Source: an optimization exercise on an open RTL-to-GDS flow (aim: small area and a short achievable clock period). Production flows keep margins and buffers that such runs may drop. Function was checked by simulation only, so behaviour that the tests miss may differ from the original.

==> flow/design.v (excerpt) <==
module crc_units (
    input  wire        clk,
    input  wire        rst_n,
    input  wire        req_valid,
    input  wire        req_write,
    input  wire [15:0] req_addr,     
    input  wire [1:0]  req_size,     
    input  wire [31:0] req_wdata,
    output reg         rsp_valid,
    output reg         rsp_err,
    output reg  [31:0] rsp_rdata
);
For scale: about 47000 µm² of cells after synthesis.
export LEC_CHECK = 0
export CAP_MARGIN = 20
export CORE_MARGIN = 2
export CORE_UTILIZATION = 40
export PLACE_DENSITY = 0.6
export SLEW_MARGIN = 20
export SYNTH_HIERARCHICAL = 1
create_clock -name core_clock -period 70.0 [get_ports {clk}]
standard.sh (not shown) runs the stock make flow with config.mk's settings and CLKGATE_MAP_FILE= SYNTH_SCRIPT=/design/flow/synth_recipe.tcl, a recipe that flattens the netlist after the stock synthesis.
==> flow/flow/run.sh <==
#!/bin/bash
# Standard ORFS layout (the standard.sh, standard synthesis), with
# timing repair aimed at a setup slack margin so that the resizer works on
# the achieved period (the SDC is unchanged), and ports buffered with
# buf_2 instead of the default buffer cell.
set -euo pipefail
MARGIN=$(cat flow/margin.txt)
bash standard.sh SETUP_SLACK_MARGIN=$MARGIN \
    "BUFFER_PORTS_ARGS=-buffer_cell sky130_fd_sc_hd__buf_2" finish > flow_make.log 2>&1
==> flow/flow/margin.txt <==
53.5
The baseline finished with timing, DRC and antenna clean.
Change:
==> flow/run.sh (new file) <==
#!/bin/bash
# synth_recipe.tcl (not shown) runs the flow's synth.tcl, then flattens the netlist and writes it again
# the make line also repeats each setting of config.mk as NAME=value (left out here)
make -C /OpenROAD-flow-scripts/flow DESIGN_CONFIG=/design/flow/config.mk WORK_HOME=/design/flow/orfs CLKGATE_MAP_FILE= SYNTH_SCRIPT=/design/flow/synth_recipe.tcl finish
removed: flow/flow/run.sh
removed: flow/flow/margin.txt
removed: flow/standard.sh
=>
- The changed run completed without violations
- area after synthesis is unchanged
- worst setup slack got worse by 1.3 ns
- cell area shrinks by 1.1%
- routed wire length shrinks by 1.8%
- synthesized cell count is unchanged
Change:
==> flow/flow/run.sh (new file) <==
#!/bin/bash
# Standard ORFS layout, with timing repair aimed at a setup slack margin so
# that the resizer works on the achieved period (the SDC is unchanged).
set -euo pipefail
MARGIN=$(cat flow/margin.txt)
bash standard.sh SETUP_SLACK_MARGIN=$MARGIN finish > flow_make.log 2>&1
==> flow/flow/margin.txt (new file) <==
54
==> flow/standard.sh (new file) <==
#!/bin/bash
# synth_recipe.tcl (not shown) runs the flow's synth.tcl, then flattens the netlist and writes it again
# the make line also repeats each setting of config.mk as NAME=value (left out here)
make -C /OpenROAD-flow-scripts/flow DESIGN_CONFIG=/design/flow/config.mk WORK_HOME=/design/flow/orfs CLKGATE_MAP_FILE= SYNTH_SCRIPT=/design/flow/synth_recipe.tcl "${@:-finish}"
removed: flow/run.sh
The new run completed without violations.
Wire length climbs by roughly a tenth.
Sequential share of layout area drops by 3.5 points.
Global-route usage is higher by 1.8 points.
Utilization grows by 4.7 points.
Worst hold slack got worse by 0.0070 ns.
Cell area is higher by roughly a tenth.
Synthesized cell count does not change.

* * *

Another version of the RTL of crc_units (not shown whole).
Size: ~88 I/O pins, about 46000 um2 of cells after synthesis.
## crc_units
module crc_units (
    input  wire        clk,
    input  wire        rst_n,
    input  wire        req_valid,
    input  wire        req_write,
    input  wire [15:0] req_addr,     
    input  wire [1:0]  req_size,     
    input  wire [31:0] req_wdata,
    output reg         rsp_valid,
    output reg         rsp_err,
    output reg  [31:0] rsp_rdata
);
export LEC_CHECK = 0
export CAP_MARGIN = 20
export CORE_MARGIN = 2
export CORE_UTILIZATION = 50
export PLACE_DENSITY = 0.7
export SLEW_MARGIN = 20
export SYNTH_HIERARCHICAL = 1
create_clock -name core_clock -period 70.0 [get_ports {clk}]
==> flow/flow/run.sh <==
#!/bin/bash
# Standard ORFS layout (the standard.sh, standard synthesis), with
# timing repair aimed at a setup slack margin so that the resizer works on
# the achieved period (the SDC is unchanged), and ports buffered with
# buf_2 instead of the default buffer cell.
set -euo pipefail
MARGIN=$(cat flow/margin.txt)
bash standard.sh SETUP_SLACK_MARGIN=$MARGIN \
    "BUFFER_PORTS_ARGS=-buffer_cell sky130_fd_sc_hd__buf_2" finish > flow_make.log 2>&1
==> flow/flow/margin.txt <==
53.5
The first run produced a clean layout.
Change:
==> flow/flow/margin.txt (replaced) <==
53.7
- CORE_UTILIZATION: 50 -> 40
- PLACE_DENSITY: 0.7 -> 0.6
After rerunning:
- The new run went through all stages and came out clean
- via count stays flat
- utilization went down by 11 points
- global-route usage went down by 5.8 points
- non-clock buffer count went up by 44
- setup slack is better by 0.19 ns
- register-to-register slack is better by 0.21 ns
- wire length went up by 5.0%
- area after synthesis stays the same
- cell area went up by 2.8%
- flip-flop and latch count stays the same

* * *

RTL: one of the versions met above, not the one the previous note started from.
For scale: about 4600 cells after synthesis, roughly 88 I/O pins, about 0.047 sq mm of cells after synthesis.
Design crc_units, start of the top module:
module crc_units (
    input  wire        clk,
    input  wire        rst_n,
    input  wire        req_valid,
    input  wire        req_write,
    input  wire [15:0] req_addr,     
    input  wire [1:0]  req_size,     
    input  wire [31:0] req_wdata,
    output reg         rsp_valid,
    output reg         rsp_err,
    output reg  [31:0] rsp_rdata
);
export LEC_CHECK = 0
export CAP_MARGIN = 20
export CORE_MARGIN = 2
export CORE_UTILIZATION = 40
export PLACE_DENSITY = 0.6
export SLEW_MARGIN = 20
export SYNTH_HIERARCHICAL = 1
export TNS_END_PERCENT = 0
create_clock -name core_clock -period 70.0 [get_ports {clk}]
==> flow/flow/margin.txt <==
53.5
Scripts as last shown in full above: flow/flow/run.sh
The baseline completed without violations.
Then changed:
==> flow/flow/run.sh (replaced) <==
#!/bin/bash
# Standard ORFS layout, with timing repair aimed at a setup slack margin so
# that the resizer works on the achieved period (the SDC is unchanged).
set -euo pipefail
MARGIN=$(cat flow/margin.txt)
bash standard.sh SETUP_SLACK_MARGIN=$MARGIN finish > flow_make.log 2>&1
TNS_END_PERCENT = unset   (was 0)
Effect: The changed run finished with timing, DRC and antenna clean; fmax came out higher by 1.2%; area after synthesis is unchanged; core utilization rose by 0.58 points; final area is higher by 1.3%; cell count went up by 0.35%; wire length decreases by 1.1%; die area is unchanged.
Then changed:
==> flow/flow/margin.txt (replaced) <==
53
What happened: Register-to-register slack degrades by 0.42 ns; setup slack loses 0.48 ns; die area does not change; core utilization came out lower by 0.51 points; wire length fell by 1.0%; hold slack improves by 0.010 ns; global-route usage drops by 0.43 points; fmax goes down by 2.8%; final cell count goes down by 0.67%.

## afterwards: timing with drivers on the ports
Ports are ideal in the flow. The routed layouts listed here were re-timed in OpenROAD. Step 1 assumes that a clkbuf_16 drives the clock port and a buf_2 every other input. Step 2 moves the port delays by t, midway between the first and last clock arrival at a register: inputs arrive t later, outputs are due t later. That takes back most of the time a late clock gives input paths. Slacks: no drivers / after step 1 / after step 2; pairs: no drivers / after step 1.
| run | t, ns | slack for setup (ns) | worst setup path at the end |
|---|---|---|---|
| the first run of note 1 | 0.692 | 53.458 / 53.333 / 52.642 | input to register |
| the second run of note 1 | 0.683 | 52.168 / 52.199 / 51.516 | input to register |
| the third run of note 1 | 0.712 | 53.599 / 53.378 / 52.666 | input to register |
| the first run of note 2 | 0.687 | 53.324 / 53.321 / 52.634 | input to register |
| the second run of note 2 | 0.678 | 53.516 / 53.251 / 52.573 | input to register |
| the first run of note 3 | 0.696 | 53.307 / 53.116 / 52.420 | input to register |
| the second run of note 3 | 0.695 | 53.506 / 53.401 / 52.706 | input to register |
| the third run of note 3 | 0.685 | 53.025 / 53.003 / 52.318 | input to register |
After both steps every run listed still meets setup and hold. The setup slack of the second run of note 2, which loses most, moves by -0.265 ns with the drivers and by -0.943 ns with both steps.
